This is an optimization exercise on Yosys and OpenROAD, whose aim is small area and a short achievable clock period, not a production implementation.
No functional check of the RTL was part of any run shown here.

==> flow/design.v (outline; a module is shown in full before it is edited, if it fits) <==
// module wk512_munit: 1866 lines
module wk512_munit (
    input  wire        clk,
    input  wire        rst,         
    input  wire        in_valid,
    input  wire        in_short,
    input  wire [6:0]  in_opc,
    input  wire [4:0]  in_dst,
    input  wire [4:0]  in_src,
    input  wire [31:0] in_a,
    input  wire [31:0] in_b,
    input  wire        in_chain,
    output reg         g3_wen,
    output reg  [4:0]  g3_dst,
    output reg  [31:0] g3_data,
    output reg         g1_wen,
    output reg  [4:0]  g1_dst,
    output reg  [31:0] g1_data,
    output reg  [63:0] ac0,
    output reg  [63:0] ac1
);
  // ...
==> flow/run.sh <==
#!/bin/bash
# synth_recipe.tcl (not shown) runs the flow's synth.tcl, then flattens the netlist and writes it again
# the make line also repeats each setting of config.mk as NAME=value (left out here)
make -C /OpenROAD-flow-scripts/flow DESIGN_CONFIG=/design/flow/config.mk WORK_HOME=/design/flow/orfs CLKGATE_MAP_FILE= SYNTH_SCRIPT=/design/flow/synth_recipe.tcl finish
==> flow/config.mk <==
export PLATFORM = sky130hd
export DESIGN_NAME = wk512_munit
export DESIGN_NICKNAME = wk512_munit
export VERILOG_FILES = /design/flow/design.v
export SDC_FILE = /design/flow/constraint.sdc
export NUM_CORES = 4
export LEC_CHECK = 0
export ABC_CLOCK_PERIOD_IN_PS = 6000
export CAP_MARGIN = 20
export CORE_MARGIN = 2
export CORE_UTILIZATION = 40
export SETUP_SLACK_MARGIN = 5
export SLEW_MARGIN = 20
==> flow/constraint.sdc <==
create_clock -name core_clock -period 11.5 [get_ports {clk}]
set_input_delay 2.3000 -clock core_clock [delete_from_list [all_inputs] [get_ports {clk}]]
set_output_delay 2.3000 -clock core_clock [all_outputs]
set_load 0.01 [all_outputs]
==> flow_metrics.env, run 1 <==
export IMPL_m1WireLength_um=115000
export IMPL_multi_input_area_um2=46800
export IMPL_gp_congestion=1.07
export IMPL_worst_pin_slew_ps=1230
export IMPL_synth_area_leaders="dfxtp_1, fa_1, xnor2_1"
export IMPL_fin_skew_ps=74.3
export IMPL_n_fill_cell=13700
export IMPL_ys_seq_area_share_pct=18.3
export IMPL_syn_to_final_growth_pct=22.6
export IMPL_cts_root_buf="clkbuf_16"
export IMPL_stdcell_count=9164
export IMPL_dominant_cell_class="multi-input gates"
export IMPL_highest_layer="met5"
export IMPL_r2r_cells=28
export IMPL_drt_total_wl_um=310000
export IMPL_tritoncts="built"
export IMPL_synth_nets=7631
export IMPL_viasPerCell=6.61
export IMPL_layout_nets=7893
export IMPL_antenna_left=0
export IMPL_hold_path_depth=0
export IMPL_cp_end_kind="flip-flop"
export IMPL_cp_depth=28
export IMPL_cts_buffer_depth=3
export IMPL_yosys_area_share_simple_pct=10.8
export IMPL_antennaDiodeCount=16
export IMPL_status="complete, no violations"
export IMPL_seq_cell_share_pct=15.0
export IMPL_synth_xor_area_share_pct=10.8
export IMPL_timing_reg2reg_setup_slack_ps=3910
export IMPL_slew_viol_final=0
export IMPL_setup_viol=0
==> run 2: changes to the inputs <==
--- a/flow/config.mk
+++ b/flow/config.mk
@@ -7,3 +7,2 @@
 export LEC_CHECK = 0
-export ABC_CLOCK_PERIOD_IN_PS = 6000
 export CAP_MARGIN = 20
@@ -11,3 +10,2 @@
 export CORE_UTILIZATION = 40
-export SETUP_SLACK_MARGIN = 5
 export SLEW_MARGIN = 20
==> run 2 against run 1 <==
Non-clock buffer count fell by 243. Clock skew fell by 42 ps. Critical endpoint is now s2_p[60]. Sequential share of layout area rose by 1.4 points. Global-route usage fell by 2.3 points. Highest routed layer unchanged. Critical path type unchanged.
==> flow_metrics.env, run 2 <==
export IMPL_status="complete, no violations"
export IMPL_synth_edf_count=0
export IMPL_yosys_warnings=1
export IMPL_ios=290
export IMPL_crit_type="flip-flop to flip-flop"
export IMPL_viasPerCell=6.51
export IMPL_drc=0
export IMPL_hpwl_um=216000
export IMPL_cts_made_buffers=66
export IMPL_ctsResizeCount=0
export IMPL_setup_viol=0
export IMPL_rr_startpoint="s1_a[31]"
export IMPL_grt_pass1_vias=55400
export IMPL_mostFrequentLayoutCell="inv_1"
export IMPL_cp_top_family="adder cells"
export IMPL_cp_max_fo=20
export IMPL_grt_overflow=0
export IMPL_synth_nets=7631
export IMPL_avgSynthCellArea_um2=8.63
export IMPL_cap_violations=0
export IMPL_drtIter0Drc=8292
export IMPL_crit_path_start="s1_a[31]"
export IMPL_core_area_um2=148000
export IMPL_synth_ff_type="dfxtp_1"
export IMPL_slowest_stage="dfxtp_1"
export IMPL_cp_end_kind="flip-flop"
export IMPL_syn_inst=6903
export IMPL_post_route_util_pct=45.2
export IMPL_fmax_ghz=0.105
export IMPL_clk_latency_ps=670
export IMPL_cts_buffer_depth=3
export IMPL_fin_skew_ps=32.4
export IMPL_track_usage_pct=36.5
export IMPL_dp_cells=8788
export IMPL_yosysTopAreaCell="dfxtp_1"
export IMPL_ys_seq_elements=545
export IMPL_rsz0062_at_grt="false"
export IMPL_clk_pin_slew_worst_paths_ps=60
export IMPL_dp_slack_ps=2300
export IMPL_worst_pin_slew_ps=1200
export IMPL_start_util_pct=40.3
export IMPL_critPathBufInv=5
export IMPL_fin_tns_setup_ps=0
export IMPL_final_setup_worst_slack_ps=1990
export IMPL_path_common_cell="fa_1"
export IMPL_period_share_pct=82.7
export IMPL_cts_hold_buf=0
export IMPL_synth_cell_types=113
export IMPL_grt_first_pass_wirelength_um=406000
export IMPL_start_kind="flip-flop"
export IMPL_gp_congestion=1.08
export IMPL_cts_root_buf="clkbuf_16"
export IMPL_num_vias=58100
export IMPL_antenna_found_initial=15
export IMPL_hold_path_startpoint="s1_acc[10]"
export IMPL_ys_async_sr_fraction_pct=0
export IMPL_hold_violations=0
export IMPL_cts_sinks=545
export IMPL_yosysTopAreaCellShare_pct=18.3
export IMPL_final_cell_mix="inv_1, nand2_1, dfxtp_1, o22ai_1, fa_1"
export IMPL_cts_setup_buffers=0
export IMPL_ys_seq_area_share_pct=18.3
export IMPL_cp_arrival_ps=10110
export IMPL_slowest_delay_ps=790
export IMPL_syn_to_final_growth_pct=12.2
export IMPL_htree_num_levels=3
export IMPL_hp_class="flip-flop to flip-flop"
export IMPL_slew_headroom_pct=18.0
export IMPL_layout_nets=7654
export IMPL_io_buffers=285
export IMPL_grt_max_degree=88
export IMPL_synth_area_leaders="dfxtp_1, fa_1, xnor2_1"
export IMPL_timing_reg2reg_setup_slack_ps=1990
export IMPL_drtPass1Iterations=10
export IMPL_antenna_left=0
export IMPL_placementRows=141
export IMPL_tritoncts="built"
export IMPL_die_h_um=390
export IMPL_die_w_um=390
export IMPL_worstPathRequired_ps=12100
export IMPL_syn_cell_area_um2=59600
export IMPL_slew_viol_final=0
export IMPL_drive_above_1_share_pct=11.6
export IMPL_wl_per_cell_um=32.1
export IMPL_synth_commonest_cells="inv_1, dfxtp_1, nand2_1"
export IMPL_die_area_um2=152000
export IMPL_drt_total_wl_um=286000
export IMPL_stdcell_count=8913
export IMPL_yosysMostFrequentCell="inv_1"
export IMPL_fin_crit_ps=9510
[run 2: cell types whose count changed in the layout (fill, tap and decap cells not counted), sizes merged]
cell,before,now
clkinv,21,16
bufbuf,9,0
diode,16,7
buf,476,251
nor3,75,74
clkbuf,87,93
bufinv,12,2
inv,631,633
[run 2: area by class of cell]
class | count | area, um^2
tap | 1930 | 2410
antenna | 7 | 17.5
clock buffer | 93 | 1940
sequential | 545 | 10900
clock inverter | 25 | 312
fill | 14400 | 81000
inverter | 632 | 2370
multi-input combinational | 5153 | 44200
timing repair buffer | 528 | 4670
[run 2: metrics by stage]
step                hold WS (ps)  cell area, um^2
global placement             310            64600
global route                 327            66800
detailed placement           312            64600
finish                       322            66800
CTS                          309            66800
floorplan                    310            59600
[run 2: worst paths after layout]
kind	endpoint	depth (start not counted)
hold / removal	s2_acc[10]	0
hold reg to reg	s2_acc[10]	0
setup / recovery	s2_p[60]	28
setup reg to reg	s2_p[60]	28
[run 2: cell families (layout without fill, tap and decap cells)]
group,after synthesis,count (layout),share of synthesized area (%)
AOI/OAI and AO/OA,1916,1916,20.5
and+or+nand+nor,1376,1376,10.8
buffers and inverters,1205,1278,8.38
xor gates and xnor gates,735,735,10.8
adders and majority gates,643,643,19.5
DFF,545,545,18.3
muxes,483,483,11.8
other,0,7,0
[run 2: per-layer routing]
layer / track usage [%] / vias up / routed length [um]
met4: 20.6 / 20 / 20000
li1: - / 24200 / -
met3: 11.2 / 986 / 37800
met1: 46.9 / 28400 / 107000
met5: 0.638 / - / 276
met2: 54.2 / 4401 / 121000

==> port drivers added, routing unchanged <==
How much do the figures lean on ideal ports? The routed layouts below were timed once more, with nothing changed but the port constraints.
Step 1 assumes that a clkbuf_16 drives the clock port and a buf_2 every other input.
Step 2 moves the port delays by t, midway between the first and last clock arrival at a register: inputs arrive t later, outputs are due t later. That takes back most of the time a late clock gives input paths.
Slacks: no drivers / after step 1 / after step 2; pairs: no drivers / after step 1.
| run | shift t [ns] | setup WS [ns] | clock arrival spread, ns |
|---|---|---|---|
| run 1 | 0.750 | 3.911 / 3.911 / 3.911 | 0.077 / 0.077 |
| run 2 | 0.739 | 1.992 / 1.992 / 1.992 | 0.033 / 0.032 |
After both steps setup and hold are still met in every run listed.
